Source: an optimization exercise on an open RTL-to-GDS flow (aim: small area, a short achievable clock period and few clock cycles per item). Production flows keep margins and buffers that such runs may drop. The RTL was checked by simulation tests, not by an equivalence proof against the original design. No activity file was given, so power comes from the tool's default toggle rates.

<file path="flow/design.v">
module dge_sha512 (
    input  wire         clk,
    input  wire         rst,             
    input  wire         start,
    input  wire [7:0]   alg,             
    input  wire         resume,
    input  wire [511:0] resume_h,        
    input  wire [63:0]  resume_count,    
    input  wire         abort,
    input  wire         in_valid,
    output reg          in_ready,
    input  wire [63:0]  in_data,
    input  wire         in_last,
    input  wire [3:0]   in_nbytes,
    output reg          busy,
    output reg          done,
    output reg          err,
    output wire [511:0] digest
);
    localparam [1:0] S_IDLE = 2'd0,
                     S_POST = 2'd2,      
                     S_RND  = 2'd3;      
    localparam [1:0] F_DATA = 2'd0,      
                     F_PAD  = 2'd1,      
                     F_END  = 2'd2;      
    localparam [7:0] ALG_SHA384 = 8'h02,
                     ALG_SHA512 = 8'h03;
    reg [1:0]  state;
    reg [6:0]  kidx;         
    reg        first;        
    reg        is384;
    reg [1:0]  fmode;
    reg [3:0]  fp;           
    reg        need80;       
    reg        lenfit;       
    reg [60:0] cnt_hi;       
    reg [2:0]  cnt_lo;       
    reg        hv;           
    reg [63:0] a, b, c, d, e, f, g, h;
    reg [63:0] hkw;          
    reg [63:0] s1r, chr;     
    reg [63:0] w [0:15];     
    reg [63:0] ha [0:3];     
    reg [63:0] he [0:3];     
    integer i;
    function [63:0] kconst;
        input [6:0] t;
        case (t)
            7'd0:  kconst = 64'h428a2f98d728ae22; 7'd1:  kconst = 64'h7137449123ef65cd;
            7'd2:  kconst = 64'hb5c0fbcfec4d3b2f; 7'd3:  kconst = 64'he9b5dba58189dbbc;
            7'd4:  kconst = 64'h3956c25bf348b538; 7'd5:  kconst = 64'h59f111f1b605d019;
            7'd6:  kconst = 64'h923f82a4af194f9b; 7'd7:  kconst = 64'hab1c5ed5da6d8118;
            7'd8:  kconst = 64'hd807aa98a3030242; 7'd9:  kconst = 64'h12835b0145706fbe;
            7'd10: kconst = 64'h243185be4ee4b28c; 7'd11: kconst = 64'h550c7dc3d5ffb4e2;
            7'd12: kconst = 64'h72be5d74f27b896f; 7'd13: kconst = 64'h80deb1fe3b1696b1;
            7'd14: kconst = 64'h9bdc06a725c71235; 7'd15: kconst = 64'hc19bf174cf692694;
            7'd16: kconst = 64'he49b69c19ef14ad2; 7'd17: kconst = 64'hefbe4786384f25e3;
            7'd18: kconst = 64'h0fc19dc68b8cd5b5; 7'd19: kconst = 64'h240ca1cc77ac9c65;
            7'd20: kconst = 64'h2de92c6f592b0275; 7'd21: kconst = 64'h4a7484aa6ea6e483;
            7'd22: kconst = 64'h5cb0a9dcbd41fbd4; 7'd23: kconst = 64'h76f988da831153b5;
            7'd24: kconst = 64'h983e5152ee66dfab; 7'd25: kconst = 64'ha831c66d2db43210;
            7'd26: kconst = 64'hb00327c898fb213f; 7'd27: kconst = 64'hbf597fc7beef0ee4;
            7'd28: kconst = 64'hc6e00bf33da88fc2; 7'd29: kconst = 64'hd5a79147930aa725;
            7'd30: kconst = 64'h06ca6351e003826f; 7'd31: kconst = 64'h142929670a0e6e70;
            7'd32: kconst = 64'h27b70a8546d22ffc; 7'd33: kconst = 64'h2e1b21385c26c926;
            7'd34: kconst = 64'h4d2c6dfc5ac42aed; 7'd35: kconst = 64'h53380d139d95b3df;
            7'd36: kconst = 64'h650a73548baf63de; 7'd37: kconst = 64'h766a0abb3c77b2a8;
            7'd38: kconst = 64'h81c2c92e47edaee6; 7'd39: kconst = 64'h92722c851482353b;
            7'd40: kconst = 64'ha2bfe8a14cf10364; 7'd41: kconst = 64'ha81a664bbc423001;
            7'd42: kconst = 64'hc24b8b70d0f89791; 7'd43: kconst = 64'hc76c51a30654be30;
            7'd44: kconst = 64'hd192e819d6ef5218; 7'd45: kconst = 64'hd69906245565a910;
            7'd46: kconst = 64'hf40e35855771202a; 7'd47: kconst = 64'h106aa07032bbd1b8;
            7'd48: kconst = 64'h19a4c116b8d2d0c8; 7'd49: kconst = 64'h1e376c085141ab53;
            7'd50: kconst = 64'h2748774cdf8eeb99; 7'd51: kconst = 64'h34b0bcb5e19b48a8;
            7'd52: kconst = 64'h391c0cb3c5c95a63; 7'd53: kconst = 64'h4ed8aa4ae3418acb;
            7'd54: kconst = 64'h5b9cca4f7763e373; 7'd55: kconst = 64'h682e6ff3d6b2b8a3;
            7'd56: kconst = 64'h748f82ee5defb2fc; 7'd57: kconst = 64'h78a5636f43172f60;
            7'd58: kconst = 64'h84c87814a1f0ab72; 7'd59: kconst = 64'h8cc702081a6439ec;
            7'd60: kconst = 64'h90befffa23631e28; 7'd61: kconst = 64'ha4506cebde82bde9;
            7'd62: kconst = 64'hbef9a3f7b2c67915; 7'd63: kconst = 64'hc67178f2e372532b;
            7'd64: kconst = 64'hca273eceea26619c; 7'd65: kconst = 64'hd186b8c721c0c207;
            7'd66: kconst = 64'heada7dd6cde0eb1e; 7'd67: kconst = 64'hf57d4f7fee6ed178;
            7'd68: kconst = 64'h06f067aa72176fba; 7'd69: kconst = 64'h0a637dc5a2c898a6;
            7'd70: kconst = 64'h113f9804bef90dae; 7'd71: kconst = 64'h1b710b35131c471b;
            7'd72: kconst = 64'h28db77f523047d84; 7'd73: kconst = 64'h32caab7b40c72493;
            7'd74: kconst = 64'h3c9ebe0a15c9bebc; 7'd75: kconst = 64'h431d67c49c100d4c;
            7'd76: kconst = 64'h4cc5d4becb3e42b6; 7'd77: kconst = 64'h597f299cfc657e2a;
            7'd78: kconst = 64'h5fcb6fab3ad6faec; default: kconst = 64'h6c44198c4a475817;
        endcase
    endfunction
    reg [63:0] k;            
    function [127:0] csa;
        input [63:0] x, y, z;
        begin
            csa[63:0]   = x ^ y ^ z;
            csa[127:64] = {(x[62:0] & y[62:0]) | (x[62:0] & z[62:0]) | (y[62:0] & z[62:0]), 1'b0};
        end
    endfunction
    function [63:0] add64;
        input [63:0] x, y;
        reg [63:0] gg, pp;
        integer l, j, src;
        begin
            gg = x & y;
            pp = x ^ y;
            for (l = 0; l < 6; l = l + 1)
                for (j = 0; j < 64; j = j + 1)
                    if ((j >> l) & 1) begin
                        src = ((j >> l) << l) - 1;
                        gg[j] = gg[j] | (pp[j] & gg[src]);
                        pp[j] = pp[j] & pp[src];
                    end
            add64 = (x ^ y) ^ {gg[62:0], 1'b0};
        end
    endfunction
    function [63:0] add64bk;
        input [63:0] x, y;
        reg [63:0] gg, pp;
        integer l, j, st;
        begin
            gg = x & y;
            pp = x ^ y;
            for (l = 0; l < 6; l = l + 1) begin
                st = 1 << l;
                for (j = 0; j < 64; j = j + 1)
                    if (((j + 1) % (2*st)) == 0) begin
                        gg[j] = gg[j] | (pp[j] & gg[j-st]);
                        pp[j] = pp[j] & pp[j-st];
                    end
            end
            for (l = 4; l >= 0; l = l - 1) begin
                st = 1 << l;
                for (j = 0; j < 64; j = j + 1)
                    if (j >= 3*st-1 && ((j + 1 - st) % (2*st)) == 0) begin
                        gg[j] = gg[j] | (pp[j] & gg[j-st]);
                        pp[j] = pp[j] & pp[j-st];
                    end
            end
            add64bk = (x ^ y) ^ {gg[62:0], 1'b0};
        end
    endfunction
    wire [63:0] big_s0 = {a[27:0], a[63:28]} ^ {a[33:0], a[63:34]} ^ {a[38:0], a[63:39]};
    wire [63:0] big_s1 = s1r;
    wire [63:0] ch     = chr;
    wire [63:0] maj    = (a & b) ^ (a & c) ^ (b & c);
    wire [127:0] t1_cs = csa(hkw, big_s1, ch);
    wire [127:0] e_cs  = csa(t1_cs[63:0], t1_cs[127:64], d);
    wire [127:0] a_cs1 = csa(big_s0, maj, t1_cs[63:0]);
    wire [127:0] a_cs2 = csa(a_cs1[63:0], a_cs1[127:64], t1_cs[127:64]);
    wire [63:0]  e_new = add64(e_cs[63:0], e_cs[127:64]);
    wire [63:0]  a_new = add64(a_cs2[63:0], a_cs2[127:64]);
    wire [63:0] w1  = w[1];
    wire [63:0] w14 = w[14];
    wire [63:0] sm_s0 = {w14[0], w14[63:1]} ^ {w14[7:0], w14[63:8]} ^ {7'd0, w14[63:7]};
    wire [63:0] sm_s1 = {w1[18:0], w1[63:19]} ^ {w1[60:0], w1[63:61]} ^ {6'd0, w1[63:6]};
    wire [127:0] s_cs1 = csa(sm_s1, w[6], sm_s0);
    wire [127:0] s_cs2 = csa(s_cs1[63:0], s_cs1[127:64], w[15]);
    wire [63:0]  sched = add64(s_cs2[63:0], s_cs2[127:64]);
    function [63:0] bswap64;
        input [63:0] x;
        integer j;
        begin
            for (j = 0; j < 8; j = j + 1)
                bswap64[63-8*j -: 8] = x[8*j +: 8];
        end
    endfunction
    reg [63:0] last_beat;    
    always @(*) begin
        last_beat = 64'd0;
        for (i = 0; i < 8; i = i + 1) begin
            if (i < in_nbytes)
                last_beat[8*i +: 8] = in_data[8*i +: 8];
            else if (i == in_nbytes)
                last_beat[8*i +: 8] = 8'h80;
        end
    end
    wire         last_ok  = (in_nbytes <= 4'd8);
    wire [7:0]   mark_pos = {1'b0, fp, 3'b000} + {4'd0, in_nbytes};
    wire         alg_ok   = (alg == ALG_SHA384) || (alg == ALG_SHA512);
    wire feed_slot = (state == S_POST) ||
                     (state == S_RND && (kidx <= 7'd14 || kidx == 7'd80));
    wire go   = hv;
    wire need = (go && feed_slot && fmode != F_END) || !hv;    
    wire take = in_ready && in_valid;    
    wire fw   = need && (fmode == F_PAD || take);    
    wire [60:0] cnt_inc = cnt_hi + 61'd1;
    reg [63:0] pad_word;
    always @(*) begin
        if (need80)
            pad_word = {8'h80, 56'd0};
        else if (lenfit && fp == 4'd14)
            pad_word = {61'd0, cnt_hi[60:58]};
        else if (lenfit && fp == 4'd15)
            pad_word = {cnt_hi[57:0], cnt_lo, 3'b000};
        else
            pad_word = 64'd0;
    end
    wire [63:0] feed_word = (fmode == F_DATA) ?
                            (in_last ? bswap64(last_beat) : bswap64(in_data)) : pad_word;
    wire rot = (state == S_POST) || (state == S_RND && kidx >= 7'd78);
    wire clr67 = is384 && (state == S_POST) && (fmode == F_END);
    wire [63:0] sum_a = add64bk(ha[3], first ? 64'd0 : a);
    wire [63:0] sum_e = add64bk(he[3], first ? 64'd0 : e);
    wire [127:0] hkw_cs = csa(g, k, w[0]);
    wire [511:0] h_cat = {ha[0], ha[1], ha[2], ha[3], he[0], he[1], he[2], he[3]};
    genvar gi;
    generate
        for (gi = 0; gi < 64; gi = gi + 1) begin : g_dig
            assign digest[8*gi +: 8] = h_cat[511-8*gi -: 8];
        end
    endgenerate
    wire [511:0] rh;         
    generate
        for (gi = 0; gi < 64; gi = gi + 1) begin : g_rh
            assign rh[511-8*gi -: 8] = resume_h[8*gi +: 8];
        end
    endgenerate
    wire [511:0] iv = (alg == ALG_SHA384) ?
        {64'hcbbb9d5dc1059ed8, 64'h629a292a367cd507, 64'h9159015a3070dd17, 64'h152fecd8f70e5939,
         64'h67332667ffc00b31, 64'h8eb44a8768581511, 64'hdb0c2e0d64f98fa7, 64'h47b5481dbefa4fa4} :
        {64'h6a09e667f3bcc908, 64'hbb67ae8584caa73b, 64'h3c6ef372fe94f82b, 64'ha54ff53a5f1d36f1,
         64'h510e527fade682d1, 64'h9b05688c2b3e6c1f, 64'h1f83d9abfb41bd6b, 64'h5be0cd19137e2179};
    wire [511:0] h_init = resume ? rh : iv;
    wire idle = (state == S_IDLE);
    reg [1:0] state_n;
    reg [6:0] kidx_n;
    reg [1:0] fmode_n;
    reg       hv_n, done_n, err_n;
    wire      bad_last = take && in_last && !last_ok;
    wire [6:0] knext   = (state == S_POST) ? 7'd1 :
                         (kidx == 7'd80) ? 7'd0 : kidx + 7'd1;
    always @(*) begin
        state_n    = state;
        done_n     = done;
        err_n      = err;
        if (rst || abort) begin
            state_n = S_IDLE;
            done_n  = 1'b0;
            err_n   = 1'b0;
        end else if (idle) begin
            if (start) begin
                done_n = 1'b0;
                err_n  = 1'b0;
                if (!alg_ok || (resume && resume_count[6:0] != 7'd0)) begin
                    done_n = 1'b1;
                    err_n  = 1'b1;
                end else begin
                    state_n = S_POST;
                end
            end
        end else if (bad_last) begin
            state_n = S_IDLE;
            done_n  = 1'b1;
            err_n   = 1'b1;
        end else if (go) begin
            if (state == S_POST) begin
                if (fmode == F_END) begin
                    state_n = S_IDLE;
                    done_n  = 1'b1;
                end else begin
                    state_n = S_RND;
                end
            end else if (kidx == 7'd80) begin
                state_n = S_POST;
            end
        end
    end
    always @(*) begin
        kidx_n  = kidx;
        fmode_n = fmode;
        hv_n    = hv;
        if (idle) begin
            kidx_n  = 7'd0;
            fmode_n = F_DATA;
            hv_n    = 1'b0;
        end else begin
            if (need && fmode == F_DATA)
                hv_n = take;
            else
                hv_n = 1'b1;
            if (go)
                kidx_n = knext;
            if (fw) begin
                if (fmode == F_DATA) begin
                    if (in_last)
                        fmode_n = F_PAD;
                end else if (fp == 4'd15 && lenfit) begin
                    fmode_n = F_END;
                end
            end
        end
    end
    always @(posedge clk) begin
        if (idle)
            k <= kconst(7'd0);
        else if (go)
            k <= kconst(knext);
    end
    wire feed_slot_n = (state_n == S_POST) ||
                       (state_n == S_RND && (kidx_n <= 7'd14 || kidx_n == 7'd80));
    wire busy_n      = (state_n != S_IDLE);
    always @(posedge clk) begin
        state    <= state_n;
        kidx     <= kidx_n;
        fmode    <= fmode_n;
        done     <= done_n;
        err      <= err_n;
        hv       <= hv_n;
        busy     <= busy_n;
        in_ready <= busy_n && fmode_n == F_DATA &&
                    ((hv_n && feed_slot_n) || !hv_n);
    end
    always @(posedge clk) begin
        if (idle) begin
            if (start) begin
                is384 <= (alg == ALG_SHA384);
                {ha[3], ha[0], ha[1], ha[2], he[3], he[0], he[1], he[2]} <= h_init;
            end
        end else if (go && rot) begin
            ha[0] <= sum_a; ha[1] <= ha[0]; ha[2] <= ha[1]; ha[3] <= ha[2];
            he[0] <= sum_e; he[1] <= he[0];
            he[2] <= clr67 ? 64'd0 : he[1];
            he[3] <= clr67 ? 64'd0 : he[2];
        end
    end
    always @(posedge clk) begin
        if (idle) begin
            first  <= 1'b1;
            fp     <= 4'd0;
            need80 <= 1'b0;
            cnt_hi <= resume ? resume_count[63:3] : 61'd0;
            cnt_lo <= 3'd0;
        end else begin
            if (fw) begin
                fp <= fp + 4'd1;
                if (fmode == F_DATA) begin
                    if (!in_last || in_nbytes[3])
                        cnt_hi <= cnt_inc;
                    if (in_last) begin
                        cnt_lo <= in_nbytes[2:0];
                        need80 <= (in_nbytes == 4'd8);
                        lenfit <= (mark_pos <= 8'd111) || (fp == 4'd15);
                    end
                end else begin
                    need80 <= 1'b0;
                    if (fp == 4'd15)
                        lenfit <= 1'b1;
                end
            end
            if (go && state == S_POST)
                first <= 1'b0;
        end
    end
    reg [63:0] e_d, f_d, g_d;
    always @(*) begin
        e_d = e;
        f_d = f;
        g_d = g;
        if (idle) begin
            g_d = h_init[63:0];      
        end else if (go) begin
            if (state == S_POST) begin
                e_d = sum_e;
                f_d = he[0];
                g_d = he[1];
            end else if (state == S_RND) begin
                e_d = e_new;
                f_d = e;
                g_d = (kidx == 7'd80) ? he[1] : f;
            end
        end
    end
    always @(posedge clk) begin
        e   <= e_d;
        f   <= f_d;
        g   <= g_d;
        s1r <= {e_d[13:0], e_d[63:14]} ^ {e_d[17:0], e_d[63:18]} ^ {e_d[40:0], e_d[63:41]};
        chr <= (e_d & f_d) ^ (~e_d & g_d);
    end
    always @(posedge clk) begin
        if (fw)
            w[0] <= feed_word;
        else if (go)
            w[0] <= sched;
    end
    always @(posedge clk) begin
        if (!idle && go) begin
            for (i = 1; i < 16; i = i + 1)
                w[i] <= w[i-1];
            hkw <= add64bk(hkw_cs[63:0], hkw_cs[127:64]);
            if (state == S_POST) begin
                {a, b, c, d} <= {sum_a, ha[0], ha[1], ha[2]};
                h <= he[2];
            end else if (state == S_RND) begin
                h <= g;
                d <= c;
                c <= b;
                b <= a;
                a <= a_new;
            end
        end
    end
endmodule
</file>
<file path="flow/flow/run.sh">
#!/bin/bash
# Standard synthesis, then the standard layout with: repair_timing aiming at
# a setup margin below the clock period (the SDC is unchanged), and a plain
# buffer (flow/port_buffer.txt) on every port.
set -euo pipefail
MARGIN=$(cat flow/margin.txt)
PORTBUF=$(cat flow/port_buffer.txt)
bash standard.sh synth > synth.log 2>&1
bash standard.sh SETUP_SLACK_MARGIN=$MARGIN "BUFFER_PORTS_ARGS=-buffer_cell $PORTBUF" finish > layout.log 2>&1
</file>
<file path="flow/flow/margin.txt">
8.5
</file>
<file path="flow/flow/port_buffer.txt">
sky130_fd_sc_hd__buf_1
</file>
<file path="flow/standard.sh">
#!/bin/bash
# synth_recipe.tcl (not shown) runs the flow's synth.tcl, then flattens the netlist and writes it again
# the make line also repeats each setting of config.mk as NAME=value (left out here)
make -C /OpenROAD-flow-scripts/flow DESIGN_CONFIG=/design/flow/config.mk WORK_HOME=/design/flow/orfs CLKGATE_MAP_FILE= SYNTH_SCRIPT=/design/flow/synth_recipe.tcl "${@:-finish}"
</file>
<file path="flow/config.mk">
export PLATFORM = sky130hd
export DESIGN_NAME = dge_sha512
export DESIGN_NICKNAME = dge_sha512
export VERILOG_FILES = /design/flow/design.v
export SDC_FILE = /design/flow/constraint.sdc
export NUM_CORES = 8
export LEC_CHECK = 0
export ABC_AREA = 1
export CAP_MARGIN = 20
export CORE_MARGIN = 2
export CORE_UTILIZATION = 60
export PLACE_DENSITY = 0.75
export SLEW_MARGIN = 20
export SYNTH_MEMORY_MAX_BITS = 8192
</file>
<file path="flow/constraint.sdc">
create_clock -name core_clock -period 13.0 [get_ports {clk}]
set_input_delay 2.6000 -clock core_clock [delete_from_list [all_inputs] [get_ports {clk}]]
set_output_delay 2.6000 -clock core_clock [all_outputs]
set_load 0.01 [all_outputs]
</file>
==> results.sh, run 1 <==
export IMPL_num_rows=168
export IMPL_grt_pass1_vias=123000
export IMPL_cts_buffer_depth=3
export IMPL_synth_cells=12700
export IMPL_synth_area_leaders="edfxtp_1, fa_1, nand2_1"
export IMPL_grt_overflow_total=2
export IMPL_synth_top_cell_area_share_pct=45.6
export IMPL_grt_use_total_pct=67.2
export IMPL_ctsHoldBuffers=0
export IMPL_syn_cell_area_mm2=0.126
export IMPL_lastStage="global routing (5_1_grt)"
export IMPL_synthAdderAreaFrac_pct=12.7
export IMPL_synthXorXnorAreaFrac_pct=4.14
export IMPL_dominantRegCellSynth="edfxtp_1"
export IMPL_grt_pass1_wl_mm=990
export IMPL_die_w_um=463
export IMPL_synth_top_family_by_area="simple AND/OR/NAND/NOR gates"
export IMPL_dp_slack_ns=7.08
export IMPL_firstError="[ERROR GRT-0116] Global routing finished with congestion. Check the congestion regions in the DRC Viewer."
export IMPL_start_util_pct=60.3
export IMPL_synth_area_per_cell_um2=9.95
export IMPL_synth_edff_count=1919
export IMPL_ys_seq_area_share_pct=52.0
export IMPL_synthDistinctLibCells=69
export IMPL_synthSimpleGateAreaFrac_pct=14.6
export IMPL_place_congestion=1.17
export IMPL_yosysTopAreaCell="edfxtp_1"
export IMPL_synth_compound_area_share_pct=10.7
export IMPL_synth_async_sr_flop_share_pct=0
export IMPL_dp_hpwl_mm=474
export IMPL_status="stopped before the end"
export IMPL_numCtsBuffers=234
export IMPL_dpl_cell_area_mm2=0.134
export IMPL_cts_sinks=2328
export IMPL_die_h_um=463
export IMPL_ys_seq_elements=2328
export IMPL_htreeDepth=4
export IMPL_synth_nets=14300
export IMPL_ios=1175
export IMPL_portBuffers=1174
export IMPL_grt_max_degree=235
export IMPL_cts_root_buf="clkbuf_16"
export IMPL_ys_warn_count=4
export IMPL_synthMuxAreaShare_pct=0.00791
per-layer routing:
metal	overflow	track usage, %
met1	1	67.0
met5	0	20.1
met2	0	88.1
met4	1	69.5
met3	0	45.1
synth_stat cells, types with 12 or more instances:
cell type,n
nand2_1,2908
edfxtp_1,1919
inv_1,1436
o21ai_0,1158
nor2_1,758
nand3_1,638
fa_1,550
a21oi_1,503
dfxtp_1,409
ha_1,397
xor2_1,358
clkbuf_1,339
xnor2_1,240
nor3_1,85
o22ai_1,78
buf_2,75
o211ai_1,73
nand4_1,64
o31ai_1,64
o21ai_1,62
a31oi_1,60
buf_1,51
a22o_1,49
a221oi_1,48
a21o_1,47
inv_2,28
o21bai_1,28
a32o_1,25
a22oi_1,23
nand3b_1,22
a211oi_1,18
a2bb2oi_1,18
o221ai_1,18
nand2_2,14
nor4_1,13
a31o_2,12
what timing repair did:
action | in CTS
setup buffers | 175
gates cloned | 9
hold endpoints to repair | 0
pin swaps | 113
gates resized for setup | 502
setup endpoints to repair | 799
per-stage QoR:
step           cells  util, %  total power, mW
3_5_place_dp   16300     63.8             9.38
2_1_floorplan  12700        -             8.85
4_1_cts        17000     69.5             16.6
3_3_place_gp   16300     63.8             9.36
worst max path at each step:
| stage | from | endpoint | slack [ns] | cells after the start |
|---|---|---|---|---|
| after floorplan | start | ha[0][0]$_DFFE_PP_ | 4.97 | 2 |
| after detailed placement | first$_SDFFE_PP1P_ | s1r[40]$_DFF_P_ | 7.08 | 21 |
| after CTS | hkw[2]$_DFFE_PP_ | a[33]$_DFFE_PP_ | 8.30 | 21 |
| after global placement | first$_SDFFE_PP1P_ | s1r[40]$_DFF_P_ | 7.17 | 21 |
power by group through the flow:
stage,sequential [mW],clock (mW),combinational (mW)
after detailed placement,8.42,0,0.964
after CTS,8.26,7.29,1.01
after global placement,8.42,0,0.943
after floorplan,8.37,0,0.484
cells by family after synthesis:
logic type / after synthesis
buffers and inverters: 1944
adders and majority gates: 949
AOI/OAI and AO/OA: 2349
xor gates and xnor gates: 598
DFF: 2328
muxes: 1
and+or+nand+nor: 4546
Testbench counts, summed over its fixed seeds: cycles 55,230, bytes 57,574.
==> inputs of run 2 (changes only) <==
--- a/flow/config.mk
+++ b/flow/config.mk
@@ -9,6 +9,6 @@
 export CAP_MARGIN = 20
 export CORE_MARGIN = 2
-export CORE_UTILIZATION = 60
-export PLACE_DENSITY = 0.75
+export CORE_UTILIZATION = 50
+export PLACE_DENSITY = 0.7
 export SLEW_MARGIN = 20
 export SYNTH_MEMORY_MAX_BITS = 8192
==> run 2 against run 1 <==
Effect of this change: the run now finishes clean; synthesized area did not move; synthesized cell count is the same.
==> results.sh, run 2 <==
export IMPL_status="timing/DRC/antenna clean"
export IMPL_layout_common_cells="nand2_1, edfxtp_1, inv_1"
export IMPL_grt_pass1_wl_mm=858
export IMPL_synth_async_sr_flop_share_pct=0
export IMPL_hp_class="flip-flop to flip-flop"
export IMPL_finalSetupViolCount=0
export IMPL_synth_cells=12700
export IMPL_synth_edff_count=1919
export IMPL_grt_max_degree=244
export IMPL_num_vias=112000
export IMPL_start_util_pct=50.3
export IMPL_pwr_share_clk_pct=45.1
export IMPL_die_w_um=507
export IMPL_dp_hpwl_mm=493
export IMPL_slew_limit_headroom_pct=9.73
export IMPL_cp_required_ns=13.77
export IMPL_fin_ws_ns=8.28
export IMPL_finalHoldViolCount=0
export IMPL_swShare_pct=24.9
export IMPL_ys_top_cells_by_count="nand2_1, edfxtp_1, inv_1"
export IMPL_postRouteAntennaNets=0
export IMPL_worstPathArrival_ns=5.49
export IMPL_ys_warn_count=4
export IMPL_dpl_cell_area_mm2=0.135
export IMPL_power_mw=17.2
export IMPL_coreArea_mm2=0.251
export IMPL_skew_ns=0.138
export IMPL_syn_to_final_growth_pct=19.2
export IMPL_grt_overflow_total=0
export IMPL_synth_area_leaders="edfxtp_1, fa_1, nand2_1"
export IMPL_largest_register="w"
export IMPL_routed_wirelength_mm=656
export IMPL_insertion_delay_ns=1.02
export IMPL_drc_errors=0
export IMPL_die_area_mm2=0.257
export IMPL_grt_use_total_pct=49.1
export IMPL_ys_seq_area_share_pct=52.0
export IMPL_yosysTopAreaCell="edfxtp_1"
export IMPL_setup_tns_ns=0
export IMPL_irDropWorstVdd_uv=151
export IMPL_ctsHoldBuffers=0
export IMPL_p_switching_mw=4.28
export IMPL_synthDistinctLibCells=69
export IMPL_syn_cell_area_mm2=0.126
export IMPL_ios=1175
export IMPL_synth_nets=14300
export IMPL_rsz0062_at_grt="yes"
export IMPL_layout_commonest_cell="nand2_1"
export IMPL_final_max_slew_viol_count=0
export IMPL_synth_top_cell_area_share_pct=45.6
export IMPL_cts_sinks=2328
export IMPL_htreeDepth=5
export IMPL_p_leak_nw=60.5
export IMPL_die_h_um=507
export IMPL_cts_buffer_depth=4
export IMPL_critPathMaxFanout=5
export IMPL_clk_pin_slew_worst_paths_ns=0.09
export IMPL_yosysMostFrequentCell="nand2_1"
export IMPL_power_frac_comb_pct=6.7
export IMPL_tightestPinTransition_ns=1.34
export IMPL_powerDensity_mw_per_mm2=114
export IMPL_dp_slack_ns=6.78
export IMPL_grt_pass1_vias=103000
export IMPL_seq_power_share_pct=48.2
export IMPL_dr_first_iter_drc_count=17300
export IMPL_cts_root_buf="clkbuf_16"
export IMPL_layout_drive_gt1_share_pct=11.9
export IMPL_wire_per_inst_um=37.0
export IMPL_cts_tree="built"
export IMPL_top_regs="w: 1024 flops, ha: 256 flops, he: 256 flops"
export IMPL_ys_seq_elements=2328
export IMPL_grt_antenna_before_repair=90
export IMPL_fin_crit_sh_pct=36.3
export IMPL_critPathLaunchType="flip-flop"
export IMPL_dominantRegCellSynth="edfxtp_1"
export IMPL_drv_cap=0
export IMPL_max_clock_freq_ghz=0.212
export IMPL_num_rows=184
export IMPL_p_int_mw=12.9
export IMPL_postLayoutCellArea_mm2=0.151
export IMPL_synth_area_per_cell_um2=9.95
export IMPL_critPathKind="flip-flop to flip-flop"
export IMPL_vias_per_cell=6.33
export IMPL_portBuffers=1174
export IMPL_place_congestion=1.09
export IMPL_finalCriticalPeriod_ns=4.72
export IMPL_numCtsBuffers=276
export IMPL_largest_reg_flops=1024
export IMPL_finalNetCount=15800
export IMPL_endpoint_kind="flip-flop"
export IMPL_first_pass_iters=10
==> run 2: worst paths after layout <==
| path | endpoint | startpoint | cells past startpoint | slack [ns] |
|---|---|---|---|---|
| worst max-delay path | chr[6]$_DFF_P_ | he[3][0]$_DFFE_PP_ | 15 | 8.28 |
| worst min-delay path | w[13][32]$_DFFE_PP_ | w[12][32]$_DFFE_PP_ | 0 | 0.35 |
| worst min register to register | w[13][32]$_DFFE_PP_ | w[12][32]$_DFFE_PP_ | 0 | 0.35 |
| worst max register to register | chr[6]$_DFF_P_ | he[3][0]$_DFFE_PP_ | 15 | 8.28 |
==> run 2: stage by stage <==
step / instances / utilization [%] / hold slack [ns]
5_1_grt: 17700 / 59.9 / 0.360
3_3_place_gp: 16900 / 53.5 / 0.400
4_1_cts: 17500 / 58.2 / 0.345
3_5_place_dp: 16900 / 53.5 / 0.405
2_1_floorplan: 12700 / - / 0.400
6_report: 17700 / 60.0 / 0.353
==> run 2: what timing repair did <==
item,in CTS,in global routing
resized for setup,360,629
setup endpoints to repair,630,636
setup buffers,161,156
gates cloned,11,11
pin swaps,90,203
==> run 2: final cells by class <==
cell class                      count  area (µm²)
Fill cell                       21300      101000
Sequential cell                  2328       65900
Multi-Input combinational cell   8450       57400
Timing Repair Buffer             1643        8940
Clock buffer                      339        7430
Inverter                         1469        5600
Tap cell                         3348        4190
Clock inverter                    127        1230
Antenna cell                       44         110
==> run 2: cell families after synthesis <==
family | after synthesis | synth area share [%]
buffers and inverters | 1944 | 5.87
XOR/XNOR | 598 | 4.14
AND/OR/NAND/NOR | 4546 | 14.6
flip-flops | 2328 | 52.0
AO/OA/AOI/OAI | 2349 | 10.7
adder cells (fa/ha/maj) | 949 | 12.7
multiplexers | 1 | 0.00792
==> run 2: critical path, stage by stage, from the launching register on <==
cell,delay (ns)
edfxtp_1,0.64
ha_2,0.32
inv_1,0.07
fa_2,0.37
o21a_4,0.29
buf_4,0.15
buf_4,0.13
o21bai_1,0.12
inv_1,0.07
fa_1,0.74
a221oi_1,0.17
nand2_1,0.13
nand2_1,0.27
inv_1,0.53
nor2_1,0.15
a31oi_4,0.40
==> run 2: power groups by stage <==
stage	sequential, mW	clock [mW]	combinational [mW]
2_1_floorplan	8.37	0	0.484
3_3_place_gp	8.44	0	0.978
3_5_place_dp	8.44	0	0.981
4_1_cts	8.28	7.71	1.03
5_1_grt	8.28	8.00	1.20
6_report	8.30	7.77	1.15
==> run 2: metal layers <==
metal | wire length [µm] | vias up | GRT usage, % | part of all wire (%)
li1 | - | 45900 | - | -
met1 | 220000 | 55000 | 58.5 | 34
met2 | 280000 | 8977 | 72.9 | 43
met3 | 82000 | 2515 | 15.0 | 12
met4 | 73600 | 42 | 41.9 | 11
met5 | 250 | - | 0 | 0.038
==> inputs of run 3 (changes only) <==
--- a/flow/config.mk
+++ b/flow/config.mk
@@ -10,4 +10,5 @@
 export CORE_MARGIN = 2
 export CORE_UTILIZATION = 50
+export CTS_BUF_LIST = sky130_fd_sc_hd__clkbuf_8
 export PLACE_DENSITY = 0.7
 export SLEW_MARGIN = 20
==> run 3 against run 2 <==
Effect of this change: die area unchanged; register-to-register slack got worse by 0.09 ns; cell count increased by 1.2%; critical path depth rose by 3; clock power fell by 16%; sequential power about the same; setup slack got worse by 0.093 ns; synthesized cell count did not move; critical path type unchanged; largest power group unchanged.
==> results.sh, run 3 <==
export IMPL_cts_root_buf="clkbuf_8"
export IMPL_synth_nets=14300
export IMPL_max_clock_freq_ghz=0.208
export IMPL_cp_required_ns=13.71
export IMPL_place_congestion=1.09
export IMPL_synth_area_per_cell_um2=9.95
export IMPL_critPathMaxFanout=3
export IMPL_instances_no_fill=18000
export IMPL_irDropWorstVdd_uv=106
export IMPL_grt_max_degree=244
export IMPL_routed_wirelength_mm=649
export IMPL_slew_limit_headroom_pct=4.92
export IMPL_p_leak_nw=60.0
export IMPL_clk_pin_slew_worst_paths_ns=0.07
export IMPL_top_regs="w: 1024 flops, ha: 256 flops, he: 256 flops"
export IMPL_cts_tree="built"
export IMPL_cp_depth=18
export IMPL_critPathMaxStageDelay_ns=0.53
export IMPL_postRouteAntennaNets=0
export IMPL_tightestPinTransition_ns=1.42
export IMPL_path_cells="xnor2_2 > xor2_2 > fa_1 > inv_1 > fa_1 > ha_1 > inv_1 > nor3_1 > inv_1 > o21ai_4 > a21oi_4 > o211ai_1 > buf_6 > inv_2 > fa_2 > xnor2_1 > nand2_1 > o21ai_1"
export IMPL_status="timing/DRC/antenna clean"
export IMPL_dpl_cell_area_mm2=0.135
export IMPL_yosysTopAreaCell="edfxtp_1"
export IMPL_syn_cell_area_mm2=0.126
export IMPL_postLayoutCellArea_mm2=0.149
export IMPL_seqCellArea_mm2=0.0659
export IMPL_synth_top_cell_area_share_pct=45.6
export IMPL_finalSetupViolCount=0
export IMPL_final_max_slew_viol_count=0
export IMPL_drv_cap=0
export IMPL_grt_use_total_pct=48.7
export IMPL_synth_area_leaders="edfxtp_1, fa_1, nand2_1"
export IMPL_ios=1175
export IMPL_place_inst=16900
export IMPL_ys_warn_count=4
export IMPL_cpMostUsedCell="inv_1"
export IMPL_portBuffers=1174
export IMPL_drc_errors=0
export IMPL_multi_input_comb_area_mm2=0.0567
export IMPL_synth_async_sr_flop_share_pct=0
export IMPL_ys_seq_elements=2328
export IMPL_ys_seq_area_share_pct=52.0
export IMPL_dominantRegCellSynth="edfxtp_1"
export IMPL_hp_class="flip-flop to flip-flop"
export IMPL_dp_slack_ns=6.78
export IMPL_num_vias=112000
export IMPL_dp_hpwl_mm=493
export IMPL_insertion_delay_ns=1.10
export IMPL_cts_buffer_depth=4
export IMPL_finalCriticalPeriod_ns=4.81
export IMPL_wire_per_inst_um=36.1
export IMPL_num_rows=184
export IMPL_fillerInstances=21800
export IMPL_ys_top_cells_by_count="nand2_1, edfxtp_1, inv_1"
export IMPL_critPathKind="flip-flop to flip-flop"
export IMPL_endpoint_kind="flip-flop"
export IMPL_htreeDepth=5
export IMPL_cpLargestDelayFamily="adder cells"
export IMPL_grt_pass1_wl_mm=851
export IMPL_die_area_mm2=0.257
export IMPL_fin_ws_ns=8.19
export IMPL_crit_path_top_delay_cell="edfxtp_1"
export IMPL_critPathLaunchType="flip-flop"
export IMPL_path_buf_inv=5
export IMPL_grt_antenna_before_repair=89
export IMPL_synth_cells=12700
export IMPL_yosysMostFrequentCell="nand2_1"
export IMPL_largest_register="w"
export IMPL_syn_to_final_growth_pct=17.4
export IMPL_finalHoldViolCount=0
export IMPL_largest_reg_flops=1024
export IMPL_worstPathArrival_ns=5.53
export IMPL_power_mw=16.0
export IMPL_hold_depth=0
export IMPL_layout_common_cells="nand2_1, edfxtp_1, inv_1"
export IMPL_die_h_um=507
export IMPL_finish_utilization_pct=59.1
export IMPL_powerDensity_mw_per_mm2=108
export IMPL_layout_commonest_cell="nand2_1"
export IMPL_vias_per_cell=6.23
export IMPL_cts_sinks=2328
export IMPL_grt_pass1_vias=103000
export IMPL_rsz0062_at_grt="yes"
export IMPL_start_util_pct=50.3
export IMPL_synthDistinctLibCells=69
export IMPL_finalNetCount=15900
export IMPL_fin_crit_sh_pct=37.0
export IMPL_rr_worst_depth=18
export IMPL_first_pass_iters=7
export IMPL_layout_drive_gt1_share_pct=11.4
export IMPL_dr_first_iter_drc_count=17100
export IMPL_coreArea_mm2=0.251
export IMPL_synth_edff_count=1919
export IMPL_worst_hold_slack_ns=0.336
export IMPL_numCtsBuffers=396
export IMPL_setup_tns_ns=0
export IMPL_skew_ns=0.140
export IMPL_grt_overflow_total=0
export IMPL_die_w_um=507
run 3: repair_timing:
item	in CTS	in global routing
hold buffers	0	0
buffers inserted	145	136
resized for setup	342	487
gates cloned	11	9
setup endpoints to repair	643	655
pin swaps	72	136
run 3: logic make-up (layout without fill, tap and decap cells):
family          after synthesis  count (layout)  synth area share (%)
simple gates               4546            4555                  14.6
compound gates             2349            2349                  10.7
flops                      2328            2328                  52.0
buf+inv                    1944            3783                  5.87
fa+ha+maj                   949             949                  12.7
xor+xnor                    598             598                  4.14
mux                           1               1               0.00792
other cells                   0              54                     0
run 3: final timing paths:
path                       from                 end  slack [ns]
min reg2reg  w[3][48]$_DFFE_PP_  w[4][48]$_DFFE_PP_        0.34
max             a[44]$_DFFE_PP_     a[33]$_DFFE_PP_        8.19
max reg2reg     a[44]$_DFFE_PP_     a[33]$_DFFE_PP_        8.19
min          w[3][48]$_DFFE_PP_  w[4][48]$_DFFE_PP_        0.34
run 3: worst register-to-register path, delay by kind of cell (launching register included):
family / cells / cell delay [ns]
adders and majority gates: 4 / 1.60
DFF: 1 / 0.53
xor gates and xnor gates: 3 / 0.85
AOI/OAI and AO/OA: 4 / 0.71
and+or+nand+nor: 2 / 0.28
buffers and inverters: 5 / 0.46
run 3: area by class of cell:
| class | instances | share of cell area [%] |
|---|---|---|
| diodes | 54 | 0.0910 |
| inverters | 1469 | 3.78 |
| clock inverters | 293 | 1.15 |
| multi-input cells | 8452 | 38.2 |
| clock buffers | 417 | 3.86 |
| flip-flops and latches | 2328 | 44.4 |
| well taps | 3348 | 2.82 |
| repair buffers | 1604 | 5.78 |
run 3: layer usage:
| layer | global-route usage [%] | wire length (µm) |
|---|---|---|
| met5 | 0.0185 | 339 |
| met4 | 41.5 | 69700 |
| met3 | 15.1 | 80000 |
| met2 | 72.0 | 278000 |
| met1 | 58.0 | 220000 |
run 3: power breakdown:
group,leakage (nW),total [mW],switching [mW],internal [mW]
registers,21.0,8.30,0.180,8.12
clock network,4.29,6.56,3.33,3.23
logic,34.7,1.15,0.787,0.362
total,60.0,16.0,4.29,11.7
==> inputs of run 4 (changes only) <==
--- a/flow/design.v
+++ b/flow/design.v
@@ -30,4 +30,5 @@
     reg        first;        
     reg        is384;
+    reg        ivload;       
     reg [1:0]  fmode;
     reg [3:0]  fp;           
@@ -216,10 +217,9 @@
         end
     endgenerate
-    wire [511:0] iv = (alg == ALG_SHA384) ?
+    wire [511:0] iv = is384 ?
         {64'hcbbb9d5dc1059ed8, 64'h629a292a367cd507, 64'h9159015a3070dd17, 64'h152fecd8f70e5939,
          64'h67332667ffc00b31, 64'h8eb44a8768581511, 64'hdb0c2e0d64f98fa7, 64'h47b5481dbefa4fa4} :
         {64'h6a09e667f3bcc908, 64'hbb67ae8584caa73b, 64'h3c6ef372fe94f82b, 64'ha54ff53a5f1d36f1,
          64'h510e527fade682d1, 64'h9b05688c2b3e6c1f, 64'h1f83d9abfb41bd6b, 64'h5be0cd19137e2179};
-    wire [511:0] h_init = resume ? rh : iv;
     wire idle = (state == S_IDLE);
     reg [1:0] state_n;
@@ -313,8 +313,12 @@
     always @(posedge clk) begin
         if (idle) begin
+            ivload <= start && !resume;
             if (start) begin
                 is384 <= (alg == ALG_SHA384);
-                {ha[3], ha[0], ha[1], ha[2], he[3], he[0], he[1], he[2]} <= h_init;
+                {ha[3], ha[0], ha[1], ha[2], he[3], he[0], he[1], he[2]} <= rh;
             end
+        end else if (ivload) begin
+            ivload <= 1'b0;
+            {ha[3], ha[0], ha[1], ha[2], he[3], he[0], he[1], he[2]} <= iv;
         end else if (go && rot) begin
             ha[0] <= sum_a; ha[1] <= ha[0]; ha[2] <= ha[1]; ha[3] <= ha[2];
@@ -358,5 +362,7 @@
         g_d = g;
         if (idle) begin
-            g_d = h_init[63:0];      
+            g_d = rh[63:0];          
+        end else if (ivload) begin
+            g_d = iv[63:0];
         end else if (go) begin
             if (state == S_POST) begin
--- a/flow/config.mk
+++ b/flow/config.mk
@@ -9,6 +9,5 @@
 export CAP_MARGIN = 20
 export CORE_MARGIN = 2
-export CORE_UTILIZATION = 50
-export CTS_BUF_LIST = sky130_fd_sc_hd__clkbuf_8
+export CORE_UTILIZATION = 45
 export PLACE_DENSITY = 0.7
 export SLEW_MARGIN = 20
==> run 4 against run 3 <==
Effect of this change: maximum frequency is 0.20% lower; via count fell by 3.8%; combinational power is about 30% higher; highest routed layer unchanged; die area rose by 10%; core utilization decreased by 5.9 points; flip-flop and latch count rose by 1; power rose by 9.4%; synthesized cell count decreased by 1.3%; clock power is 16% higher; design area decreased by 0.26%; critical path type unchanged; synthesized area fell by 0.60%; sequential share of layout area up 0.10 points.
==> results.sh, run 4 <==
export IMPL_vias_per_cell=6.01
export IMPL_ctsHoldBuffers=0
export IMPL_layout_commonest_cell="nand2_1"
export IMPL_yosysMostFrequentCell="nand2_1"
export IMPL_insertion_delay_ns=0.93
export IMPL_numCtsBuffers=266
export IMPL_endpoint_kind="flip-flop"
export IMPL_cts_sinks=2329
export IMPL_powerDensity_mw_per_mm2=118
export IMPL_worstPathArrival_ns=5.56
export IMPL_rr_worst_depth=10
export IMPL_clk_pin_slew_worst_paths_ns=0.06
export IMPL_first_pass_iters=9
export IMPL_die_area_mm2=0.284
export IMPL_fin_crit_sh_pct=37.1
export IMPL_critPathMaxFanout=36
export IMPL_yosysTopAreaCell="edfxtp_1"
export IMPL_skew_ns=0.0767
export IMPL_dr_first_iter_drc_count=15800
export IMPL_tightestPinTransition_ns=1.34
export IMPL_synth_top_cell_area_share_pct=45.8
export IMPL_power_mw=17.5
export IMPL_synth_area_per_cell_um2=10.0
export IMPL_rrSetupSlack_ns=8.18
export IMPL_largest_register="w"
export IMPL_finalCriticalPeriod_ns=4.82
export IMPL_slew_limit_headroom_pct=9.57
export IMPL_min_from="w[7][8]$_DFFE_PP_"
export IMPL_hp_class="flip-flop to flip-flop"
export IMPL_dominantRegCellSynth="edfxtp_1"
export IMPL_irDropWorstVdd_uv=94.8
export IMPL_grt_pass1_vias=99500
export IMPL_synth_area_leaders="edfxtp_1, fa_1, nand2_1"
export IMPL_ys_seq_elements=2329
export IMPL_cts_tree="built"
export IMPL_finalNetCount=15500
export IMPL_routed_wirelength_mm=619
export IMPL_synth_cells=12500
export IMPL_htreeDepth=5
export IMPL_synth_nets=14200
export IMPL_ys_seq_area_share_pct=52.4
export IMPL_layout_drive_gt1_share_pct=10.3
export IMPL_ys_warn_count=4
export IMPL_critPathKind="flip-flop to flip-flop"
export IMPL_wire_per_inst_um=34.6
export IMPL_drc_errors=0
export IMPL_layout_common_cells="nand2_1, edfxtp_1, inv_1"
export IMPL_portBuffers=1174
export IMPL_start_util_pct=45.1
export IMPL_cts_buffer_depth=4
export IMPL_syn_cell_area_mm2=0.126
export IMPL_finalSetupViolCount=0
export IMPL_critPathLaunchType="flip-flop"
export IMPL_drv_cap=0
export IMPL_cp_required_ns=13.73
export IMPL_ios=1175
export IMPL_dp_hpwl_mm=478
export IMPL_rsz0062_at_grt="yes"
export IMPL_postRouteAntennaNets=0
export IMPL_synth_edff_count=1919
export IMPL_num_rows=194
export IMPL_grt_max_degree=207
export IMPL_grt_use_total_pct=42.2
export IMPL_coreArea_mm2=0.279
export IMPL_grt_pass1_wl_mm=820
export IMPL_grt_antenna_before_repair=110
export IMPL_r2r_end="chr[6]$_DFF_P_"
export IMPL_synthDistinctLibCells=78
export IMPL_p_leak_nw=59.0
export IMPL_final_max_slew_viol_count=0
export IMPL_grt_overflow_total=0
export IMPL_cts_root_buf="clkbuf_16"
export IMPL_largest_reg_flops=1024
export IMPL_num_vias=108000
export IMPL_setup_tns_ns=0
export IMPL_top_regs="w: 1024 flops, ha: 256 flops, he: 256 flops"
export IMPL_ys_top_cells_by_count="nand2_1, edfxtp_1, inv_1"
export IMPL_place_congestion=1.09
export IMPL_reg2reg_from="state[1]$_DFF_P_"
export IMPL_hold_depth=0
export IMPL_finalHoldViolCount=0
export IMPL_synth_async_sr_flop_share_pct=0
export IMPL_max_clock_freq_ghz=0.207
export IMPL_die_w_um=533
export IMPL_syn_to_final_growth_pct=17.8
export IMPL_die_h_um=533
export IMPL_holdPathEnd="w[8][8]$_DFFE_PP_"
export IMPL_status="timing/DRC/antenna clean"
-- run 4: cell types whose count changed in the layout (fill, tap and decap cells not counted), sizes merged, moves of 20 or more --
| cell | previous run | this run |
|---|---|---|
| clkinv | 146 | 100 |
| o22ai | 78 | 115 |
| buf | 1595 | 1515 |
| a21oi | 507 | 537 |
| o31ai | 64 | 21 |
| nand2 | 2929 | 2828 |
| o21ai | 1225 | 1064 |
| inv | 1593 | 1415 |
| diode | 54 | 74 |
| nor2 | 775 | 951 |
| clkbuf | 425 | 340 |
-- run 4: cell families after synthesis --
kind of cell               share of synthesized area [%]
adders and majority gates                           12.7
buffers and inverters                               5.73
xor gates and xnor gates                            4.24
DFF                                                 52.4
AOI/OAI and AO/OA                                   10.1
muxes                                             0.0159
and+or+nand+nor                                     14.9
-- run 4: layout make-up --
class	instances	area [µm²]
fillers	25400	131000
flip-flops and latches	2329	65900
multi-input cells	8359	55600
clock inverters	141	1350
well taps	3724	4660
inverters	1409	5360
clock buffers	334	7180
repair buffers	1527	7950
diodes	74	185
-- run 4: layer usage --
metal / up-vias / routed length (µm) / track usage, %
met1: 52700 / 218000 / 52.1
met5: - / 228 / 0.236
met2: 7847 / 264000 / 62.2
met4: 36 / 60000 / 32.1
li1: 45100 / - / -
met3: 1941 / 76400 / 12.5
-- run 4: repair_timing --
| item | in CTS | in global routing |
|---|---|---|
| resized for setup | 276 | 473 |
| gates cloned | 9 | 7 |
| setup buffers | 95 | 118 |
| pin swaps | 59 | 124 |
| setup endpoints to repair | 1390 | 531 |
-- run 4: worst max-delay path, cell delays in order, from the launching register on --
cell	delay (ns)
dfxtp_4	0.50
buf_6	0.45
nand2_4	0.42
inv_4	0.60
buf_4	0.56
nand2_1	0.42
o211ai_1	0.23
o21ai_2	0.29
inv_1	0.51
nand2_1	0.12
nand2_1	0.38
-- run 4: stage by stage --
stage | instances | area (µm²) | util, % | setup WS, ns | hold WS, ns
2_1_floorplan | 12500 | 126000 | - | 1.15 | 0.400
6_report | 17900 | 148000 | 53.2 | 8.18 | 0.379
3_3_place_gp | 17100 | 134000 | 48.1 | 7.11 | 0.400
5_1_grt | 17900 | 148000 | 53.1 | 8.24 | 0.398
4_1_cts | 17700 | 145000 | 52.0 | 8.38 | 0.393
3_5_place_dp | 17100 | 134000 | 48.1 | 7.12 | 0.405
-- run 4: where the power goes --
group | switching [mW] | internal [mW]
clock | 3.30 | 4.29
sequential | 0.250 | 8.17
combinational | 1.00 | 0.490
-- run 4: worst max-delay path by stage --
stage                            start                  to  slack, ns
finish                state[1]$_DFF_P_      chr[6]$_DFF_P_       8.18
global route         hkw[47]$_DFFE_PP_     a[61]$_DFFE_PP_       8.24
CTS                    s1r[16]$_DFF_P_     s1r[25]$_DFF_P_       8.38
detailed placement  first$_SDFFE_PP1P_     s1r[40]$_DFF_P_       7.12
global placement    first$_SDFFE_PP1P_     s1r[40]$_DFF_P_       7.11
floorplan                        start  ha[0][0]$_DFFE_PP_       1.15
Testbench counts of run 4, summed over its fixed seeds: cycles 55,230, bytes 57,574.
==> inputs of run 5 (changes only) <==
--- a/flow/config.mk
+++ b/flow/config.mk
@@ -9,5 +9,5 @@
 export CAP_MARGIN = 20
 export CORE_MARGIN = 2
-export CORE_UTILIZATION = 45
+export CORE_UTILIZATION = 50
 export PLACE_DENSITY = 0.7
 export SLEW_MARGIN = 20
==> run 5 against run 4 <==
Effect of this change: critical endpoint is now chr[0]$_DFF_P_; synthesized area did not move; now fails the layout checks on capacitance limit, slew limit; flip-flop and latch count did not move; via count rose by 3.1%; power fell by 0.79%; register-to-register slack improved by 0.14 ns; die area fell by 9.9%.
==> results.sh, run 5 <==
export IMPL_status="finished with violations"
export IMPL_failed_checks="capacitance limit, slew limit"
export IMPL_ys_top_cells_by_count="nand2_1, edfxtp_1, inv_1"
export IMPL_drc_errors=0
export IMPL_synth_top_cell_area_share_pct=45.8
export IMPL_grt_antenna_before_repair=99
export IMPL_hold_depth=0
export IMPL_largest_register="w"
export IMPL_crit_path_top_delay_cell="a22oi_1"
export IMPL_rsz0062_at_grt="yes"
export IMPL_clk_pin_slew_worst_paths_ns=0.07
export IMPL_holdPathEnd="w[13][48]$_DFFE_PP_"
export IMPL_htreeDepth=4
export IMPL_insertion_delay_ns=0.98
export IMPL_setup_tns_ns=0
export IMPL_min_from="w[12][48]$_DFFE_PP_"
export IMPL_die_h_um=505
export IMPL_tightestPinTransition_ns=1.55
export IMPL_final_max_slew_viol_count=3
export IMPL_layout_drive_gt1_share_pct=10.9
export IMPL_cpLargestDelayFamily="buffers and inverters"
export IMPL_yosysMostFrequentCell="nand2_1"
export IMPL_coreArea_mm2=0.251
export IMPL_num_vias=111000
export IMPL_synth_cells=12500
export IMPL_path_cells="buf_4 > buf_4 > nand2_2 > buf_4 > nor2_4 > inv_2 > a22oi_1 > inv_1 > nand2_1 > nand2_1"
export IMPL_cpMostUsedCell="buf_4"
export IMPL_dp_slack_ns=7.02
export IMPL_wire_per_inst_um=35.2
export IMPL_critPathMaxStageDelay_ns=0.86
export IMPL_first_pass_iters=9
export IMPL_numCtsBuffers=239
export IMPL_dominantRegCellSynth="edfxtp_1"
export IMPL_ys_warn_count=4
export IMPL_worst_hold_slack_ns=0.338
export IMPL_grt_pass1_vias=100000
export IMPL_grt_max_degree=226
export IMPL_routed_wirelength_mm=618
export IMPL_r2r_end="chr[0]$_DFF_P_"
export IMPL_place_congestion=1.19
export IMPL_layout_common_cells="nand2_1, edfxtp_1, inv_1"
export IMPL_start_util_pct=50.1
export IMPL_synth_area_per_cell_um2=10.0
export IMPL_ctsHoldBuffers=0
export IMPL_path_buf_inv=5
export IMPL_num_rows=184
export IMPL_ios=1175
export IMPL_fin_ws_ns=8.31
export IMPL_p_leak_nw=59.2
export IMPL_cts_buffer_depth=3
export IMPL_drv_cap=1
export IMPL_grt_use_total_pct=46.7
export IMPL_top_regs="w: 1024 flops, ha: 256 flops, he: 256 flops"
export IMPL_cp_required_ns=13.63
export IMPL_hp_class="flip-flop to flip-flop"
export IMPL_fillerInstances=21300
export IMPL_fin_crit_sh_pct=36.1
export IMPL_ys_seq_elements=2329
export IMPL_dr_first_iter_drc_count=18500
export IMPL_endpoint_kind="flip-flop"
export IMPL_grt_pass1_wl_mm=818
export IMPL_dp_hpwl_mm=468
export IMPL_reg2reg_from="state[1]$_DFF_P_"
export IMPL_skew_ns=0.111
export IMPL_critPathLaunchType="flip-flop"
export IMPL_synth_edff_count=1919
export IMPL_rrSetupSlack_ns=8.31
export IMPL_dpl_cell_area_mm2=0.134
export IMPL_rr_worst_depth=10
export IMPL_yosysTopAreaCell="edfxtp_1"
export IMPL_finalCriticalPeriod_ns=4.69
export IMPL_critPathKind="flip-flop to flip-flop"
export IMPL_cts_sinks=2329
export IMPL_die_area_mm2=0.255
export IMPL_max_clock_freq_ghz=0.213
export IMPL_slew_limit_headroom_pct=-3.81
export IMPL_worstPathArrival_ns=5.32
export IMPL_finalHoldViolCount=0
export IMPL_die_w_um=505
export IMPL_syn_to_final_growth_pct=18.2
export IMPL_power_mw=17.4
export IMPL_synth_nets=14200
export IMPL_ys_seq_area_share_pct=52.4
export IMPL_powerDensity_mw_per_mm2=117
export IMPL_portBuffers=1174
export IMPL_cts_tree="built"
export IMPL_finalSetupViolCount=0
export IMPL_irDropWorstVdd_uv=145
export IMPL_postLayoutCellArea_mm2=0.149
export IMPL_grt_overflow_total=0
export IMPL_finalNetCount=15500
export IMPL_largest_reg_flops=1024
export IMPL_postRouteAntennaNets=0
export IMPL_syn_cell_area_mm2=0.126
export IMPL_critPathMaxFanout=35
export IMPL_cts_root_buf="clkbuf_16"
export IMPL_synthDistinctLibCells=78
export IMPL_synth_area_leaders="edfxtp_1, fa_1, nand2_1"
export IMPL_vias_per_cell=6.32
export IMPL_layout_commonest_cell="nand2_1"
export IMPL_synth_async_sr_flop_share_pct=0
run 5: cell type report:
cell class	count	area, µm²	area share [%]
sequential	2329	65900	44.3
multi-input combinational	8359	56300	37.9
timing repair buffer	1568	8330	5.60
clock buffer	287	6290	4.23
inverter	1409	5360	3.60
tap	3348	4190	2.82
clock inverter	168	2090	1.41
antenna	87	218	0.147
run 5: worst max path at each step:
stage	startpoint	to	slack, ns	cells after the start
detailed placement	first$_SDFFE_PP1P_	s1r[40]$_DFF_P_	7.02	23
CTS	hkw[2]$_DFFE_PP_	a[32]$_DFFE_PP_	8.39	21
floorplan	start	ha[0][0]$_DFFE_PP_	1.15	2
global route	hkw[32]$_DFFE_PP_	a[60]$_DFFE_PP_	8.23	18
global placement	first$_SDFFE_PP1P_	s1r[40]$_DFF_P_	7.09	23
finish	state[1]$_DFF_P_	chr[0]$_DFF_P_	8.31	10
run 5: power by group:
part	leakage (nW)	internal, mW	switching (mW)	total [mW]
sequential	21.2	8.17	0.272	8.44
combinational	34.0	0.508	0.982	1.49
clock	4.05	4.16	3.27	7.43
run 5: worst reg2reg max path: cells and delay by family (launching register included):
family                 cells  cell delay [ns]
buffers and inverters      5             2.04
AND/OR/NAND/NOR            4             1.20
AO/OA/AOI/OAI              1             0.89
flip-flops                 1             0.31
run 5: per-layer routing:
layer	track usage (%)	part of all wire, %	vias up
li1	-	-	45200
met1	56.0	34	53800
met2	67.6	42	9365
met3	16.5	14	2530
met4	38.5	11	42
met5	0.507	0.061	-
run 5: cells by family (layout without fill, tap and decap cells):
group                      after synthesis  count (layout)  share of synthesized area (%)
and+or+nand+nor                       4600            4603                           14.9
muxes                                    2               2                         0.0159
adders and majority gates              948             948                           12.7
xor gates and xnor gates               607             607                           4.24
DFF                                   2329            2329                           52.4
buffers and inverters                 1864            3432                           5.73
other                                    0              87                              0
AOI/OAI and AO/OA                     2199            2199                           10.1
run 5: metrics by stage:
step                      util [%]  instances
final                         59.3      17600
after global routing          59.2      17500
after CTS                     57.6      17300
after detailed placement      53.3      16700
after global placement        53.3      16700
after floorplan                  -      12500
run 5: timing repair:
item / 4_1_cts / 5_1_grt
setup buffers: 122 / 138
pin swaps: 75 / 216
gates resized for setup: 269 / 575
gates cloned: 10 / 6
setup endpoints to repair: 1012 / 467
==> inputs of run 6 (changes only) <==
--- a/flow/config.mk
+++ b/flow/config.mk
@@ -9,5 +9,5 @@
 export CAP_MARGIN = 20
 export CORE_MARGIN = 2
-export CORE_UTILIZATION = 50
+export CORE_UTILIZATION = 55
 export PLACE_DENSITY = 0.7
 export SLEW_MARGIN = 20
==> run 6 against run 5 <==
Effect of this change: the flow now stops in global routing (5_1_grt); synthesized area stayed put; synthesized cell count stayed put.
==> results.sh, run 6 <==
export IMPL_status="stopped before the end"
export IMPL_lastStage="global routing (5_1_grt)"
export IMPL_firstError="[ERROR GRT-0232] Routing congestion too high. Check the congestion heatmap in the GUI."
export IMPL_cts_sinks=2329
export IMPL_die_h_um=482
export IMPL_synth_nets=14200
export IMPL_syn_cell_area_mm2=0.126
export IMPL_dominantRegCellSynth="edfxtp_1"
export IMPL_cts_buffer_depth=3
export IMPL_synthMuxAreaShare_pct=0.0159
export IMPL_ys_top_cells_by_count="nand2_1, edfxtp_1, inv_1"
export IMPL_portBuffers=1174
export IMPL_synthXorXnorAreaFrac_pct=4.24
export IMPL_num_rows=175
export IMPL_cts_root_buf="clkbuf_16"
export IMPL_grt_overflow_total=95
export IMPL_die_w_um=482
export IMPL_worstEpCategory="register input"
export IMPL_synthSimpleGateAreaFrac_pct=14.9
export IMPL_synth_area_leaders="edfxtp_1, fa_1, nand2_1"
export IMPL_start_util_pct=55.3
export IMPL_synth_async_sr_flop_share_pct=0
export IMPL_synthDistinctLibCells=78
export IMPL_synth_top_cell_area_share_pct=45.8
export IMPL_htreeDepth=4
export IMPL_numCtsBuffers=234
export IMPL_synth_compound_area_share_pct=10.1
export IMPL_synth_top_family_by_area="simple AND/OR/NAND/NOR gates"
export IMPL_grt_use_total_pct=62.6
export IMPL_postGrtWorstEndpoint="w[0][17]$_DFFE_PP_/D"
export IMPL_synth_cells=12500
export IMPL_ys_seq_area_share_pct=52.4
export IMPL_dp_hpwl_mm=481
export IMPL_yosysTopAreaCell="edfxtp_1"
export IMPL_synth_edff_count=1919
export IMPL_synth_area_per_cell_um2=10.0
export IMPL_ctsHoldBuffers=0
export IMPL_place_congestion=1.11
export IMPL_ios=1175
export IMPL_ys_seq_elements=2329
export IMPL_synthAdderAreaFrac_pct=12.7
export IMPL_grt_max_degree=209
export IMPL_ys_warn_count=4
export IMPL_yosysMostFrequentCell="nand2_1"
-- run 6: cell counts after synthesis --
Identical to the previous run, type by type.
-- run 6: per-stage QoR --
stage          hold slack [ns]  setup slack, ns  area [µm²]  instances
2_1_floorplan            0.400             1.15      126000      12500
4_1_cts                  0.297             8.39      146000      17100
3_5_place_dp             0.405             6.92      133000      16400
3_3_place_gp             0.400             6.94      133000      16400
-- run 6: logic make-up after synthesis --
logic type,after synthesis
simple gates,4600
flops,2329
compound gates,2199
buf+inv,1864
fa+ha+maj,948
xor+xnor,607
mux,2
-- run 6: how the worst min path moves through the flow --
stage / slack, ns / endpoint
after floorplan: 0.40 / w[10][0]$_DFFE_PP_
after global placement: 0.40 / w[6][48]$_DFFE_PP_
after detailed placement: 0.40 / w[10][22]$_DFFE_PP_
after CTS: 0.30 / w[5][48]$_DFFE_PP_
-- run 6: power by group through the flow --
stage,registers (mW),clock network [mW],logic (mW)
after CTS,8.39,7.31,1.35
after detailed placement,8.55,0,1.24
after global placement,8.55,0,1.21
after floorplan,8.48,0,0.654
-- run 6: repair_timing --
action,CTS
setup endpoints to repair,1128
pin swaps,174
cloned,11
setup buffers,249
gates resized for setup,564
-- run 6: routing by layer --
layer	GRT overflow	global-route usage, %
met1	15	66.1
met2	38	84.1
met3	6	36.8
met4	36	61.2
met5	0	12.7
==> inputs of run 7 (changes only) <==
--- a/flow/config.mk
+++ b/flow/config.mk
@@ -9,5 +9,5 @@
 export CAP_MARGIN = 20
 export CORE_MARGIN = 2
-export CORE_UTILIZATION = 55
+export CORE_UTILIZATION = 48
 export PLACE_DENSITY = 0.7
 export SLEW_MARGIN = 20
==> run 7 against run 6 <==
Effect of this change: the run now finishes clean; synthesized area did not move; synthesized cell count did not move.
==> results.sh, run 7 <==
export IMPL_status="timing/DRC/antenna clean"
export IMPL_finalNetCount=15600
export IMPL_critPathKind="flip-flop to flip-flop"
export IMPL_yosysTopAreaCell="edfxtp_1"
export IMPL_fin_ws_ns=8.28
export IMPL_ys_top_cells_by_count="nand2_1, edfxtp_1, inv_1"
export IMPL_dp_slack_ns=6.81
export IMPL_num_vias=110000
export IMPL_finalCriticalPeriod_ns=4.72
export IMPL_synth_edff_count=1919
export IMPL_postLayoutCellArea_mm2=0.149
export IMPL_finalHoldViolCount=0
export IMPL_irDropWorstVdd_uv=124
export IMPL_routed_wirelength_mm=631
export IMPL_worstPathArrival_ns=5.49
export IMPL_cts_root_buf="clkbuf_16"
export IMPL_dr_first_iter_drc_count=16800
export IMPL_rr_worst_depth=11
export IMPL_ys_warn_count=4
export IMPL_endpoint_kind="flip-flop"
export IMPL_reg2reg_from="state[0]$_DFF_P_"
export IMPL_first_pass_iters=9
export IMPL_syn_to_final_growth_pct=18.2
export IMPL_largest_reg_flops=1024
export IMPL_slew_limit_headroom_pct=10.3
export IMPL_r2r_end="chr[10]$_DFF_P_"
export IMPL_dp_hpwl_mm=485
export IMPL_rsz0062_at_grt="yes"
export IMPL_top_regs="w: 1024 flops, ha: 256 flops, he: 256 flops"
export IMPL_critPathLaunchType="flip-flop"
export IMPL_place_congestion=1.16
export IMPL_drc_errors=0
export IMPL_grt_use_total_pct=45.9
export IMPL_synthDistinctLibCells=78
export IMPL_grt_pass1_vias=100000
export IMPL_dominantRegCellSynth="edfxtp_1"
export IMPL_die_w_um=516
export IMPL_drv_cap=0
export IMPL_ys_seq_area_share_pct=52.4
export IMPL_wire_per_inst_um=35.6
export IMPL_crit_end="chr[10]$_DFF_P_"
export IMPL_synth_cells=12500
export IMPL_final_max_slew_viol_count=0
export IMPL_grt_overflow_total=0
export IMPL_powerDensity_mw_per_mm2=118
export IMPL_clk_pin_slew_worst_paths_ns=0.06
export IMPL_synth_top_cell_area_share_pct=45.8
export IMPL_synth_area_leaders="edfxtp_1, fa_1, nand2_1"
export IMPL_dpl_cell_area_mm2=0.134
export IMPL_layout_commonest_cell="nand2_1"
export IMPL_grt_pass1_wl_mm=828
export IMPL_htreeDepth=5
export IMPL_p_leak_nw=59.3
export IMPL_tightestPinTransition_ns=1.34
export IMPL_rrSetupSlack_ns=8.28
export IMPL_crit_start="state[0]$_DFF_P_"
export IMPL_cts_tree="built"
export IMPL_synth_area_per_cell_um2=10.0
export IMPL_vias_per_cell=6.19
export IMPL_die_h_um=516
export IMPL_insertion_delay_ns=0.91
export IMPL_numCtsBuffers=270
export IMPL_worst_hold_slack_ns=0.380
export IMPL_num_rows=187
export IMPL_max_clock_freq_ghz=0.212
export IMPL_grt_antenna_before_repair=113
export IMPL_synth_async_sr_flop_share_pct=0
export IMPL_cp_required_ns=13.76
export IMPL_ios=1175
export IMPL_die_area_mm2=0.266
export IMPL_start_util_pct=48.4
export IMPL_synth_nets=14200
export IMPL_fillerInstances=22700
export IMPL_critPathMaxFanout=51
export IMPL_skew_ns=0.0829
export IMPL_hp_class="flip-flop to flip-flop"
export IMPL_finalSetupViolCount=0
export IMPL_largest_register="w"
export IMPL_layout_common_cells="nand2_1, edfxtp_1, inv_1"
export IMPL_fin_crit_sh_pct=36.3
export IMPL_yosysMostFrequentCell="nand2_1"
export IMPL_coreArea_mm2=0.260
export IMPL_ys_seq_elements=2329
export IMPL_postRouteAntennaNets=0
export IMPL_syn_cell_area_mm2=0.126
export IMPL_setup_tns_ns=0
export IMPL_layout_drive_gt1_share_pct=11.1
export IMPL_cts_buffer_depth=4
export IMPL_ctsHoldBuffers=0
export IMPL_grt_max_degree=194
export IMPL_portBuffers=1174
export IMPL_cts_sinks=2329
[run 7: cell counts after synthesis]
Identical to the previous run, type by type.
[run 7: worst min path at each step]
stage	start	depth (start not counted)	to
floorplan	w[9][0]$_DFFE_PP_	0	w[10][0]$_DFFE_PP_
global placement	w[13][37]$_DFFE_PP_	0	w[14][37]$_DFFE_PP_
detailed placement	w[9][12]$_DFFE_PP_	0	w[10][12]$_DFFE_PP_
CTS	w[7][41]$_DFFE_PP_	0	w[8][41]$_DFFE_PP_
global route	w[2][4]$_DFFE_PP_	0	w[3][4]$_DFFE_PP_
finish	w[2][56]$_DFFE_PP_	0	w[3][56]$_DFFE_PP_
[run 7: critical path, stage by stage (launching register included)]
cell	delay, ns
dfxtp_2	0.49
nor2_4	0.31
nor2_4	0.07
inv_6	0.41
nor2_4	0.24
inv_2	0.09
buf_4	0.53
buf_4	0.76
a221oi_1	0.13
a21boi_1	0.67
inv_1	0.46
o21ai_0	0.33
[run 7: final cells by class]
type | count | area (µm²) | area share (%)
sequential | 2329 | 65900 | 44.3
multi-input combinational | 8362 | 56100 | 37.7
timing repair buffer | 1583 | 8300 | 5.58
inverter | 1409 | 5380 | 3.62
tap | 3496 | 4370 | 2.94
clock buffer | 338 | 7280 | 4.90
clock inverter | 127 | 1180 | 0.794
antenna | 72 | 180 | 0.121
[run 7: per-layer routing]
layer	wire (µm)	share of wire, %	vias to the layer above	global-route usage (%)
li1	-	-	45200	-
met2	272000	43	8359	67.9
met4	61800	9.8	48	36.4
met1	219000	35	53800	55.5
met3	77600	12	2171	14.2
met5	328	0.052	-	0
[run 7: cell families (layout without fill, tap and decap cells)]
group           after synthesis  after routing  synth area share, %
compound gates             2199           2200                 10.1
xor+xnor                    607            607                 4.24
fa+ha+maj                   948            948                 12.7
buf+inv                    1864           3457                 5.73
flops                      2329           2329                 52.4
mux                           2              2               0.0159
other cells                   0             72                    0
simple gates               4600           4605                 14.9
[run 7: report_power, final]
group	switching, mW	total, mW	internal (mW)
sequential	0.282	8.45	8.17
combinational	1.00	1.50	0.493
clock	3.24	7.54	4.30
[run 7: what timing repair did]
item                                    CTS  global route
setup buffers                           119           144
cloned                                   10            10
hold endpoints to repair                  0             0
pin swaps                                72           180
endpoints found under the setup margin  787           514
gates resized for setup                 321           508
[run 7: per-stage QoR]
| stage | instances | power, mW | utilization, % |
|---|---|---|---|
| final | 17700 | 17.5 | 57.2 |
| after global routing | 17700 | 17.8 | 57.1 |
| after CTS | 17500 | 17.3 | 55.7 |
| after detailed placement | 16900 | 9.86 | 51.5 |
| after global placement | 16900 | 9.86 | 51.5 |
| after floorplan | 12500 | 9.13 | - |

==> separate check: timing with driven ports <==
No port has a modelled driver above. Below, the same layouts with a new extraction and two added sets of constraints. Step 1 (the two cells are an assumption about what drives the block):
set clk [get_ports {clk}]
set_driving_cell -lib_cell sky130_fd_sc_hd__clkbuf_16 $clk
set_driving_cell -lib_cell sky130_fd_sc_hd__buf_2 [delete_from_list [all_inputs] $clk]
Step 2 adds t to the input delays and takes it off the output delays; t is the mean of the earliest and latest rising clock arrival at the registers after step 1. Input paths then give back, and output paths get back, about the clock's delay inside the block. Three values: ideal ports, drivers, drivers and shift; two values: the first two.
| run | shift t [ns] | setup slack, ns | hold slack, ns |
|---|---|---|---|
| run 2 | 1.061 | 8.278 / 8.278 / 7.323 | 0.353 / 0.353 / 0.353 |
| run 3 | 1.146 | 8.185 / 8.185 / 7.294 | 0.336 / 0.336 / 0.336 |
| run 4 | 0.996 | 8.175 / 8.175 / 7.557 | 0.379 / 0.379 / 0.379 |
| run 5 | 1.030 | 8.313 / 8.241 / 7.625 | 0.338 / 0.338 / 0.338 |
| run 7 | 0.971 | 8.276 / 8.276 / 7.613 | 0.380 / 0.380 / 0.380 |
The setup slack of run 2, which loses most, moves by 0.000 ns with the drivers and by -0.955 ns with both steps.
